Source: an optimization exercise on an open RTL-to-GDS flow (aim: small area, a short achievable clock period and few clock cycles per item). Production flows keep margins and buffers that such runs may drop. Function was checked by simulation only, so behaviour that the tests miss may differ from the original.

==> inputs of v30 <==
// wire_model
module wire_model (
    input  wire        clk,
    input  wire        rst,
    input  wire        req_valid,
    output wire        req_ready,
    input  wire [1:0]  req_op,       
    input  wire [2:0]  req_ch,
    input  wire [31:0] req_data,     
    input  wire [7:0]  t_die,        
    output wire        res_valid,
    output wire [2:0]  res_ch,
    output wire [39:0] res_temp,     
    output wire        res_warn,
    output wire        res_latch,
    output wire        res_trip
);
==> flow/config.mk <==
export PLATFORM = sky130hd
export DESIGN_NAME = wire_model
export DESIGN_NICKNAME = wire_model
export VERILOG_FILES = /design/flow/design.v
export SDC_FILE = /design/flow/constraint.sdc
export NUM_CORES = 4
export LEC_CHECK = 0
export CAP_MARGIN = 20
export CORE_MARGIN = 2
export CORE_UTILIZATION = 40
export SLEW_MARGIN = 20
==> flow/constraint.sdc <==
create_clock -name core_clock -period 14.0 [get_ports {clk}]
set_input_delay 2.8000 -clock core_clock [delete_from_list [all_inputs] [get_ports {clk}]]
set_output_delay 2.8000 -clock core_clock [all_outputs]
set_load 0.01 [all_outputs]
run.sh (not shown) runs the stock make flow with config.mk's settings and CLKGATE_MAP_FILE= SYNTH_SCRIPT=/design/flow/synth_recipe.tcl, a recipe that flattens the netlist after the stock synthesis.
==> v1: changes against v30 <==
--- a/flow/design.v
+++ b/flow/design.v
@@ -28,12 +28,16 @@
     reg [15:0] cfg_rw20  [0:7];
     reg [7:0]  cfg_rth   [0:7];
     reg [9:0]  cfg_tau   [0:7];
     reg [36:0] cfg_k     [0:7];    
     reg [4:0]  cfg_e     [0:7];
     reg        cfg_kbusy [0:7];    
+    reg        cfg_wdef  [0:7];    
+    reg        cfg_c0def [0:7];    
+    reg        cfg_c1def [0:7];    
+    reg        cfg_kdef  [0:7];    
     reg [39:0] ch_temp   [0:7];
     reg        ch_latch  [0:7];
     reg        ch_init   [0:7];    
     reg        ch_pend   [0:7];    
     reg        in_valid;
     reg [1:0]  in_op;
@@ -49,12 +53,13 @@
     reg [7:0]  p_amb;
     reg [7:0]  p_trip;
     reg [7:0]  p_rel;
     reg [3:0]  p_code;
     reg        p_init;
     reg        p_pend;
+    reg [39:0] s1_tmem;     
     reg        s1_valid;
     reg [2:0]  s1_ch;
     reg        s1_on;
     reg [23:0] s1_i2;
     reg [24:0] s1_g;
     reg [7:0]  s1_amb;
@@ -103,16 +108,18 @@
     reg [3:0]  kb_cnt;
     reg [16:0] kb_d;
     reg [18:0] kb_d3;       
     reg [17:0] kb_rem;
     reg [39:0] kb_q;
     reg [4:0]  kb_e;
-    wire [3:0]  c_code = cfg_code[in_ch];
-    wire [15:0] c_rw20 = cfg_rw20[in_ch];
-    wire [7:0]  c_rth  = cfg_rth[in_ch];
-    wire [9:0]  c_tau  = cfg_tau[in_ch];
+    wire        c_wdef  = cfg_wdef[in_ch];
+    wire        c_c0def = cfg_c0def[in_ch];
+    wire [3:0]  c_code = c_wdef  ? 4'd0      : cfg_code[in_ch];
+    wire [15:0] c_rw20 = c_c0def ? 16'd52000 : cfg_rw20[in_ch];
+    wire [7:0]  c_rth  = c_c0def ? 8'd189    : cfg_rth[in_ch];
+    wire [9:0]  c_tau  = cfg_c1def[in_ch] ? 10'd40 : cfg_tau[in_ch];
     wire        c_cust = (c_code == 4'd15);
     wire in_step  = in_valid && (in_op == OP_STEP);
     wire in_write = in_valid && (in_op != OP_STEP);
     wire tau_chg  = (in_data[9:0] != c_tau);
     wire in_busy = (p_valid && p_ch == in_ch) || (s1_valid && s1_ch == in_ch) ||
                    (s2_valid && s2_ch == in_ch);
@@ -137,18 +144,18 @@
         endcase
     end
     wire [15:0] cu_r = (c_rw20 == 16'd0) ? 16'd1 : c_rw20;
     wire [7:0]  cu_t = (c_rth == 8'd0) ? 8'd1 : c_rth;
     wire [23:0] cu_raw;
     wm_mul_rt u_rt (.a(cu_r), .b(cu_t), .p(cu_raw));
-    wire [7:0]  c_trip_raw = cfg_trip[in_ch];
-    wire [7:0]  c_rel_raw  = cfg_rel[in_ch];
+    wire [7:0]  c_trip_raw = c_wdef ? 8'd169 : cfg_trip[in_ch];
+    wire [7:0]  c_rel_raw  = c_wdef ? 8'd149 : cfg_rel[in_ch];
     wire [7:0]  c_trip = (c_trip_raw < 8'd124) ? 8'd124 :
                          (c_trip_raw > 8'd214) ? 8'd214 : c_trip_raw;
     wire [7:0]  c_rel  = (c_rel_raw >= c_trip) ? c_trip - 8'd5 : c_rel_raw;
-    wire [7:0]  c_amb  = cfg_src[in_ch] ? in_tdie : cfg_amb[in_ch];
+    wire [7:0]  c_amb  = (c_wdef || cfg_src[in_ch]) ? in_tdie : cfg_amb[in_ch];
     wire [9:0]  kb_tau  = (in_data[9:0] == 10'd0) ? 10'd1 : in_data[9:0];
     wire [16:0] kb_dn   = {kb_tau, 7'd0} - {6'd0, kb_tau, 1'd0} - {7'd0, kb_tau};   
     reg  [4:0]  kb_elen;
     reg  [16:0] kb_dnorm;
     integer b;
     always @(*) begin
@@ -182,13 +189,12 @@
     end
     wire [39:0] kb_qn = {kb_q[35:0], kb_bits};
     wire [36:0] kb_k  = kb_qn[39:3] + 37'd1;
     wire [24:0] cu_g;
     wm_mul_g u_g (.x(p_g[23:0]), .g(cu_g));
     wire [24:0] pre_g = p_cust ? cu_g : p_g;
-    wire [39:0] s1_tmem = ch_temp[s1_ch];
     wire [39:0] s1_t0   = (s1_init || (s1_pend && s1_tmem[39:32] < s1_amb)) ? {s1_amb, 32'd0} : s1_tmem;
     wire [24:0] f_val;
     wm_f u_f (.h(s1_t0[39:16]), .f(f_val));
     wire [24:0] p_val;
     wm_mul_pw u_pw (.g(s1_g), .i2(s1_i2), .pw(p_val));
     wire [26:0] tgt_sum;
@@ -204,13 +210,16 @@
             4'd4:    begin t_k = 37'd77018171641;  t_e = 5'd14; end
             4'd5:    begin t_k = 37'd26328305706;  t_e = 5'd14; end
             4'd6:    begin t_k = 37'd119909596664; t_e = 5'd15; end
             4'd7:    begin t_k = 37'd68439886637;  t_e = 5'd15; end
             4'd8:    begin t_k = 37'd19207990089;  t_e = 5'd15; end
             4'd9:    begin t_k = 37'd102753026655; t_e = 5'd16; end
-            4'd15:   begin t_k = cfg_k[s2_ch];     t_e = cfg_e[s2_ch]; end
+            4'd15:   begin
+                t_k = cfg_kdef[s2_ch] ? K_RESET : cfg_k[s2_ch];
+                t_e = cfg_kdef[s2_ch] ? E_RESET : cfg_e[s2_ch];
+            end
             default: begin t_k = 37'd87741027897;  t_e = 5'd13; end
         endcase
     end
     wire [40:0] d_pos  = {1'b0, s3_tg, 16'd0} - {1'b0, s3_t};
     wire [40:0] d_neg  = {1'b0, s3_t} - {1'b0, s3_tg, 16'd0};
     wire        d_sign = d_pos[40];
@@ -240,22 +249,16 @@
             s2_valid  <= 1'b0;
             s3_valid  <= 1'b0;
             s4_valid  <= 1'b0;
             s5_valid  <= 1'b0;
             kb_busy   <= 1'b0;
             for (i = 0; i < 8; i = i + 1) begin
-                cfg_trip[i]  <= 8'd169;
-                cfg_rel[i]   <= 8'd149;
-                cfg_amb[i]   <= 8'd129;
-                cfg_src[i]   <= 1'b1;
-                cfg_code[i]  <= 4'd0;
-                cfg_rw20[i]  <= 16'd52000;
-                cfg_rth[i]   <= 8'd189;
-                cfg_tau[i]   <= 10'd40;
-                cfg_k[i]     <= K_RESET;
-                cfg_e[i]     <= E_RESET;
+                cfg_wdef[i]  <= 1'b1;
+                cfg_c0def[i] <= 1'b1;
+                cfg_c1def[i] <= 1'b1;
+                cfg_kdef[i]  <= 1'b1;
                 cfg_kbusy[i] <= 1'b0;
                 ch_latch[i]  <= 1'b0;
                 ch_init[i]   <= 1'b1;
                 ch_pend[i]   <= 1'b0;
             end
         end else begin
@@ -269,28 +272,23 @@
             s3_valid <= s2_valid;
             s4_valid <= s3_valid;
             s5_valid <= s4_valid;
             if (in_write_go) begin
                 case (in_op)
                     OP_WIRE: begin
-                        cfg_trip[in_ch] <= in_data[31:24];
-                        cfg_rel[in_ch]  <= in_data[23:16];
-                        cfg_amb[in_ch]  <= in_data[15:8];
-                        cfg_src[in_ch]  <= in_data[7];
-                        cfg_code[in_ch] <= in_data[3:0];
+                        cfg_wdef[in_ch] <= 1'b0;
                         if (in_data[3:0] != c_code)
                             ch_pend[in_ch] <= 1'b1;
                     end
                     OP_CUST0: begin
-                        cfg_rw20[in_ch] <= in_data[31:16];
-                        cfg_rth[in_ch]  <= in_data[7:0];
+                        cfg_c0def[in_ch] <= 1'b0;
                         if (in_data[31:16] != c_rw20 || in_data[7:0] != c_rth)
                             ch_pend[in_ch] <= 1'b1;
                     end
                     default: begin
-                        cfg_tau[in_ch] <= in_data[9:0];
+                        cfg_c1def[in_ch] <= 1'b0;
                         if (tau_chg) begin
                             ch_pend[in_ch]   <= 1'b1;
                             cfg_kbusy[in_ch] <= 1'b1;
                         end
                     end
                 endcase
@@ -301,34 +299,56 @@
             end
             if (kb_start)
                 kb_busy <= 1'b1;
             else if (kb_busy && kb_cnt == 4'd9) begin
                 kb_busy          <= 1'b0;
                 cfg_kbusy[kb_ch] <= 1'b0;
-                cfg_k[kb_ch]     <= kb_k;
-                cfg_e[kb_ch]     <= kb_e;
+                cfg_kdef[kb_ch]  <= 1'b0;
             end
             if (s5_valid)
                 ch_latch[s5_ch] <= new_latch;
         end
     end
     always @(posedge clk) begin
+        if (in_write_go) begin
+            case (in_op)
+                OP_WIRE: begin
+                    cfg_trip[in_ch] <= in_data[31:24];
+                    cfg_rel[in_ch]  <= in_data[23:16];
+                    cfg_amb[in_ch]  <= in_data[15:8];
+                    cfg_src[in_ch]  <= in_data[7];
+                    cfg_code[in_ch] <= in_data[3:0];
+                end
+                OP_CUST0: begin
+                    cfg_rw20[in_ch] <= in_data[31:16];
+                    cfg_rth[in_ch]  <= in_data[7:0];
+                end
+                default:
+                    cfg_tau[in_ch] <= in_data[9:0];
+            endcase
+        end
+        if (kb_busy && kb_cnt == 4'd9) begin
+            cfg_k[kb_ch] <= kb_k;
+            cfg_e[kb_ch] <= kb_e;
+        end
         if (accept) begin
             in_op   <= req_op;
             in_ch   <= req_ch;
             in_data <= req_data;
             in_tdie <= t_die;
         end
         if (kb_start) begin
             kb_ch  <= in_ch;
-            kb_cnt <= 4'd0;
             kb_d   <= kb_dnorm;
-            kb_d3  <= {2'b0, kb_dnorm} + {1'b0, kb_dnorm, 1'b0};
             kb_rem <= {1'b0, 17'h10000 - {1'b0, kb_dnorm[15:0]}};
             kb_e   <= kb_elen;
             kb_q   <= 40'd0;
+            kb_cnt <= 4'd15;
+        end else if (kb_busy && kb_cnt == 4'd15) begin
+            kb_d3  <= {2'b0, kb_d} + {1'b0, kb_d, 1'b0};
+            kb_cnt <= 4'd0;
         end else if (kb_busy) begin
             kb_rem <= kb_r;
             kb_q   <= kb_qn;
             kb_cnt <= kb_cnt + 4'd1;
         end
         p_ch    <= in_ch;
@@ -339,12 +359,13 @@
         p_amb   <= c_amb;
         p_trip  <= c_trip;
         p_rel   <= c_rel;
         p_code  <= c_code;
         p_init  <= ch_init[in_ch];
         p_pend  <= ch_pend[in_ch];
+        s1_tmem  <= (s4_valid && s4_ch == p_ch) ? t_new : ch_temp[p_ch];
         s1_ch    <= p_ch;
         s1_on    <= p_on;
         s1_i2    <= p_i2;
         s1_g     <= pre_g;
         s1_amb   <= p_amb;
         s1_trip  <= p_trip;
==> flow/config.mk (replaced) <==
export PLATFORM = sky130hd
export DESIGN_NAME = wire_model
export DESIGN_NICKNAME = wire_model
export VERILOG_FILES = /design/flow/design.v
export SDC_FILE = /design/flow/constraint.sdc
export NUM_CORES = 4
export LEC_CHECK = 0
export ABC_AREA = 1
export CAP_MARGIN = 20
export CORE_MARGIN = 2
export CORE_UTILIZATION = 35
export SETUP_SLACK_MARGIN = 5
export SLEW_MARGIN = 20
==> v19: changes against v30 <==
--- a/flow/design.v
+++ b/flow/design.v
@@ -28,12 +28,16 @@
     reg [15:0] cfg_rw20  [0:7];
     reg [7:0]  cfg_rth   [0:7];
     reg [9:0]  cfg_tau   [0:7];
     reg [36:0] cfg_k     [0:7];    
     reg [4:0]  cfg_e     [0:7];
     reg        cfg_kbusy [0:7];    
+    reg        cfg_wdef  [0:7];    
+    reg        cfg_c0def [0:7];    
+    reg        cfg_c1def [0:7];    
+    reg        cfg_kdef  [0:7];    
     reg [39:0] ch_temp   [0:7];
     reg        ch_latch  [0:7];
     reg        ch_init   [0:7];    
     reg        ch_pend   [0:7];    
     reg        in_valid;
     reg [1:0]  in_op;
@@ -49,12 +53,13 @@
     reg [7:0]  p_amb;
     reg [7:0]  p_trip;
     reg [7:0]  p_rel;
     reg [3:0]  p_code;
     reg        p_init;
     reg        p_pend;
+    reg [39:0] s1_tmem;     
     reg        s1_valid;
     reg [2:0]  s1_ch;
     reg        s1_on;
     reg [23:0] s1_i2;
     reg [24:0] s1_g;
     reg [7:0]  s1_amb;
@@ -103,16 +108,18 @@
     reg [3:0]  kb_cnt;
     reg [16:0] kb_d;
     reg [18:0] kb_d3;       
     reg [17:0] kb_rem;
     reg [39:0] kb_q;
     reg [4:0]  kb_e;
-    wire [3:0]  c_code = cfg_code[in_ch];
-    wire [15:0] c_rw20 = cfg_rw20[in_ch];
-    wire [7:0]  c_rth  = cfg_rth[in_ch];
-    wire [9:0]  c_tau  = cfg_tau[in_ch];
+    wire        c_wdef  = cfg_wdef[in_ch];
+    wire        c_c0def = cfg_c0def[in_ch];
+    wire [3:0]  c_code = c_wdef  ? 4'd0      : cfg_code[in_ch];
+    wire [15:0] c_rw20 = c_c0def ? 16'd52000 : cfg_rw20[in_ch];
+    wire [7:0]  c_rth  = c_c0def ? 8'd189    : cfg_rth[in_ch];
+    wire [9:0]  c_tau  = cfg_c1def[in_ch] ? 10'd40 : cfg_tau[in_ch];
     wire        c_cust = (c_code == 4'd15);
     wire in_step  = in_valid && (in_op == OP_STEP);
     wire in_write = in_valid && (in_op != OP_STEP);
     wire tau_chg  = (in_data[9:0] != c_tau);
     wire in_busy = (p_valid && p_ch == in_ch) || (s1_valid && s1_ch == in_ch) ||
                    (s2_valid && s2_ch == in_ch);
@@ -137,18 +144,18 @@
         endcase
     end
     wire [15:0] cu_r = (c_rw20 == 16'd0) ? 16'd1 : c_rw20;
     wire [7:0]  cu_t = (c_rth == 8'd0) ? 8'd1 : c_rth;
     wire [23:0] cu_raw;
     wm_mul_rt u_rt (.a(cu_r), .b(cu_t), .p(cu_raw));
-    wire [7:0]  c_trip_raw = cfg_trip[in_ch];
-    wire [7:0]  c_rel_raw  = cfg_rel[in_ch];
+    wire [7:0]  c_trip_raw = c_wdef ? 8'd169 : cfg_trip[in_ch];
+    wire [7:0]  c_rel_raw  = c_wdef ? 8'd149 : cfg_rel[in_ch];
     wire [7:0]  c_trip = (c_trip_raw < 8'd124) ? 8'd124 :
                          (c_trip_raw > 8'd214) ? 8'd214 : c_trip_raw;
     wire [7:0]  c_rel  = (c_rel_raw >= c_trip) ? c_trip - 8'd5 : c_rel_raw;
-    wire [7:0]  c_amb  = cfg_src[in_ch] ? in_tdie : cfg_amb[in_ch];
+    wire [7:0]  c_amb  = (c_wdef || cfg_src[in_ch]) ? in_tdie : cfg_amb[in_ch];
     wire [9:0]  kb_tau  = (in_data[9:0] == 10'd0) ? 10'd1 : in_data[9:0];
     wire [16:0] kb_dn   = {kb_tau, 7'd0} - {6'd0, kb_tau, 1'd0} - {7'd0, kb_tau};   
     reg  [4:0]  kb_elen;
     reg  [16:0] kb_dnorm;
     integer b;
     always @(*) begin
@@ -182,13 +189,12 @@
     end
     wire [39:0] kb_qn = {kb_q[35:0], kb_bits};
     wire [36:0] kb_k  = kb_qn[39:3] + 37'd1;
     wire [24:0] cu_g;
     wm_mul_g u_g (.x(p_g[23:0]), .g(cu_g));
     wire [24:0] pre_g = p_cust ? cu_g : p_g;
-    wire [39:0] s1_tmem = ch_temp[s1_ch];
     wire [39:0] s1_t0   = (s1_init || (s1_pend && s1_tmem[39:32] < s1_amb)) ? {s1_amb, 32'd0} : s1_tmem;
     wire [24:0] f_val;
     wm_f u_f (.h(s1_t0[39:16]), .f(f_val));
     wire [24:0] p_val;
     wm_mul_pw u_pw (.g(s1_g), .i2(s1_i2), .pw(p_val));
     wire [26:0] tgt_sum;
@@ -204,13 +210,16 @@
             4'd4:    begin t_k = 37'd77018171641;  t_e = 5'd14; end
             4'd5:    begin t_k = 37'd26328305706;  t_e = 5'd14; end
             4'd6:    begin t_k = 37'd119909596664; t_e = 5'd15; end
             4'd7:    begin t_k = 37'd68439886637;  t_e = 5'd15; end
             4'd8:    begin t_k = 37'd19207990089;  t_e = 5'd15; end
             4'd9:    begin t_k = 37'd102753026655; t_e = 5'd16; end
-            4'd15:   begin t_k = cfg_k[s2_ch];     t_e = cfg_e[s2_ch]; end
+            4'd15:   begin
+                t_k = cfg_kdef[s2_ch] ? K_RESET : cfg_k[s2_ch];
+                t_e = cfg_kdef[s2_ch] ? E_RESET : cfg_e[s2_ch];
+            end
             default: begin t_k = 37'd87741027897;  t_e = 5'd13; end
         endcase
     end
     wire [40:0] d_pos  = {1'b0, s3_tg, 16'd0} - {1'b0, s3_t};
     wire [40:0] d_neg  = {1'b0, s3_t} - {1'b0, s3_tg, 16'd0};
     wire        d_sign = d_pos[40];
@@ -240,22 +249,16 @@
             s2_valid  <= 1'b0;
             s3_valid  <= 1'b0;
             s4_valid  <= 1'b0;
             s5_valid  <= 1'b0;
             kb_busy   <= 1'b0;
             for (i = 0; i < 8; i = i + 1) begin
-                cfg_trip[i]  <= 8'd169;
-                cfg_rel[i]   <= 8'd149;
-                cfg_amb[i]   <= 8'd129;
-                cfg_src[i]   <= 1'b1;
-                cfg_code[i]  <= 4'd0;
-                cfg_rw20[i]  <= 16'd52000;
-                cfg_rth[i]   <= 8'd189;
-                cfg_tau[i]   <= 10'd40;
-                cfg_k[i]     <= K_RESET;
-                cfg_e[i]     <= E_RESET;
+                cfg_wdef[i]  <= 1'b1;
+                cfg_c0def[i] <= 1'b1;
+                cfg_c1def[i] <= 1'b1;
+                cfg_kdef[i]  <= 1'b1;
                 cfg_kbusy[i] <= 1'b0;
                 ch_latch[i]  <= 1'b0;
                 ch_init[i]   <= 1'b1;
                 ch_pend[i]   <= 1'b0;
             end
         end else begin
@@ -269,28 +272,23 @@
             s3_valid <= s2_valid;
             s4_valid <= s3_valid;
             s5_valid <= s4_valid;
             if (in_write_go) begin
                 case (in_op)
                     OP_WIRE: begin
-                        cfg_trip[in_ch] <= in_data[31:24];
-                        cfg_rel[in_ch]  <= in_data[23:16];
-                        cfg_amb[in_ch]  <= in_data[15:8];
-                        cfg_src[in_ch]  <= in_data[7];
-                        cfg_code[in_ch] <= in_data[3:0];
+                        cfg_wdef[in_ch] <= 1'b0;
                         if (in_data[3:0] != c_code)
                             ch_pend[in_ch] <= 1'b1;
                     end
                     OP_CUST0: begin
-                        cfg_rw20[in_ch] <= in_data[31:16];
-                        cfg_rth[in_ch]  <= in_data[7:0];
+                        cfg_c0def[in_ch] <= 1'b0;
                         if (in_data[31:16] != c_rw20 || in_data[7:0] != c_rth)
                             ch_pend[in_ch] <= 1'b1;
                     end
                     default: begin
-                        cfg_tau[in_ch] <= in_data[9:0];
+                        cfg_c1def[in_ch] <= 1'b0;
                         if (tau_chg) begin
                             ch_pend[in_ch]   <= 1'b1;
                             cfg_kbusy[in_ch] <= 1'b1;
                         end
                     end
                 endcase
@@ -301,34 +299,56 @@
             end
             if (kb_start)
                 kb_busy <= 1'b1;
             else if (kb_busy && kb_cnt == 4'd9) begin
                 kb_busy          <= 1'b0;
                 cfg_kbusy[kb_ch] <= 1'b0;
-                cfg_k[kb_ch]     <= kb_k;
-                cfg_e[kb_ch]     <= kb_e;
+                cfg_kdef[kb_ch]  <= 1'b0;
             end
             if (s5_valid)
                 ch_latch[s5_ch] <= new_latch;
         end
     end
     always @(posedge clk) begin
+        if (in_write_go) begin
+            case (in_op)
+                OP_WIRE: begin
+                    cfg_trip[in_ch] <= in_data[31:24];
+                    cfg_rel[in_ch]  <= in_data[23:16];
+                    cfg_amb[in_ch]  <= in_data[15:8];
+                    cfg_src[in_ch]  <= in_data[7];
+                    cfg_code[in_ch] <= in_data[3:0];
+                end
+                OP_CUST0: begin
+                    cfg_rw20[in_ch] <= in_data[31:16];
+                    cfg_rth[in_ch]  <= in_data[7:0];
+                end
+                default:
+                    cfg_tau[in_ch] <= in_data[9:0];
+            endcase
+        end
+        if (kb_busy && kb_cnt == 4'd9) begin
+            cfg_k[kb_ch] <= kb_k;
+            cfg_e[kb_ch] <= kb_e;
+        end
         if (accept) begin
             in_op   <= req_op;
             in_ch   <= req_ch;
             in_data <= req_data;
             in_tdie <= t_die;
         end
         if (kb_start) begin
             kb_ch  <= in_ch;
-            kb_cnt <= 4'd0;
             kb_d   <= kb_dnorm;
-            kb_d3  <= {2'b0, kb_dnorm} + {1'b0, kb_dnorm, 1'b0};
             kb_rem <= {1'b0, 17'h10000 - {1'b0, kb_dnorm[15:0]}};
             kb_e   <= kb_elen;
             kb_q   <= 40'd0;
+            kb_cnt <= 4'd15;
+        end else if (kb_busy && kb_cnt == 4'd15) begin
+            kb_d3  <= {2'b0, kb_d} + {1'b0, kb_d, 1'b0};
+            kb_cnt <= 4'd0;
         end else if (kb_busy) begin
             kb_rem <= kb_r;
             kb_q   <= kb_qn;
             kb_cnt <= kb_cnt + 4'd1;
         end
         p_ch    <= in_ch;
@@ -339,12 +359,13 @@
         p_amb   <= c_amb;
         p_trip  <= c_trip;
         p_rel   <= c_rel;
         p_code  <= c_code;
         p_init  <= ch_init[in_ch];
         p_pend  <= ch_pend[in_ch];
+        s1_tmem  <= (s4_valid && s4_ch == p_ch) ? t_new : ch_temp[p_ch];
         s1_ch    <= p_ch;
         s1_on    <= p_on;
         s1_i2    <= p_i2;
         s1_g     <= pre_g;
         s1_amb   <= p_amb;
         s1_trip  <= p_trip;
==> flow/config.mk (replaced) <==
export PLATFORM = sky130hd
export DESIGN_NAME = wire_model
export DESIGN_NICKNAME = wire_model
export VERILOG_FILES = /design/flow/design.v
export SDC_FILE = /design/flow/constraint.sdc
export NUM_CORES = 4
export LEC_CHECK = 0
export ABC_AREA = 1
export CAP_MARGIN = 20
export CORE_MARGIN = 2
export CORE_UTILIZATION = 40
export SETUP_SLACK_MARGIN = 5
export SLEW_MARGIN = 20
==> flow_summary.yaml <==
run_status:
  outcome: "finished clean"
sta:
  holdWs_ps: 291.1
  fmax_mhz: 114.4
global_route:
  grt_use_total_pct: 26.23
  grt_pass1_wl_um: 831000
  grt_max_degree: 120
  grt_use_met2_pct: 40.55
setup_path:
  rr_startpoint: "s3_t[27]"
  worstPathMaxFanout: 119
min_path:
  hold_path_end: "s3_t[17]"
synthesis:
  seq_area_frac_synth_pct: 33.76
  synth_fa_ha_area_share_pct: 21.91
layout:
  fin_area_mm2: 0.1780
  fin_util_pct: 43.80
  antenna_cells: 8
clock_tree:
  cts_sinks: 2111
place:
  dpl_cell_area_mm2: 0.1699
the above is filed under v19

==> flow_summary.yaml <==
run_status:
  outcome: "finished clean"
min_path:
  hold_path_end: "s4_ch[1]"
global_route:
  grt_use_met2_pct: 35.64
  grt_max_degree: 165
  grt_pass1_wl_um: 831000
layout:
  regArea_mm2: 0.05520
  fin_area_mm2: 0.1789
  fin_util_pct: 38.54
  antenna_cells: 9
sta:
  fmax_mhz: 113.8
  period_share_pct: 62.75
  holdWs_ps: 231.7
  slew_headroom_pct: 21.88
clock_tree:
  cts_buffers: 232
  hold_buffers: 0
routing:
  wirelength_um: 554700
synthesis:
  seq_area_frac_synth_pct: 33.76
setup_path:
  rr_startpoint: "s3_t[25]"
place:
  dpl_cell_area_mm2: 0.1710
die:
  io-pin-count: 96
the above is filed under v1

==> flow_summary.yaml <==
sta:
  setup_violations: 0
  holdWs_ps: 279.6
  fmax_mhz: 92.74
global_route:
  grt_use_total_pct: 27.47
  grt_pass1_wl_um: 969700
  grt_use_met2_pct: 43.40
min_path:
  hold_path_end: "s2_code[1]"
layout:
  fin_util_pct: 42.96
  antenna_cells: 23
  fin_area_mm2: 0.1944
synthesis:
  synth.mux.area_fraction_pct: 5.187
  synthXorXnorAreaFrac_pct: 2.605
  synth_fa_ha_area_share_pct: 21.25
run_status:
  outcome: "finished clean"
setup_path:
  rr_startpoint: "in_data[8]"
  worstPathMaxFanout: 17
routing:
  routedWlPerCell_um: 25.18
place:
  placed_cells: 25454
the above is filed under v30

Testbench counts of v30, summed over its fixed seeds: cycles 37,262, items 24,000.
Testbench counts of v1, summed over its fixed seeds: cycles 37,323, items 24,000.
Testbench counts of v19, summed over its fixed seeds: cycles 37,323, items 24,000.

[port drivers added, routing unchanged]
Ports are ideal in the flow. The routed layouts listed here were re-timed in OpenROAD.
Step 1 assumes that a clkbuf_16 drives the clock port and a buf_2 every other input.
Step 2 times the ports against the registers' clock, not the clock port: input delays grow and output delays shrink by t, the midpoint of the rising clock arrivals with the driver on.
Three values: ideal, step 1, step 2; two values: the first two.
| run | shift t [ns] | slack for setup (ns) | slew at the worst register clock pin (ns) |
|---|---|---|---|
| v30 | 1.048 | 3.217 / 3.217 / 3.217 | 0.08 / 0.08 |
| v1 | 1.068 | 5.215 / 5.215 / 5.215 | 0.08 / 0.08 |
| v19 | 1.043 | 5.262 / 5.146 / 5.355 | 0.08 / 0.08 |
After both steps setup and hold are still met in every run listed.
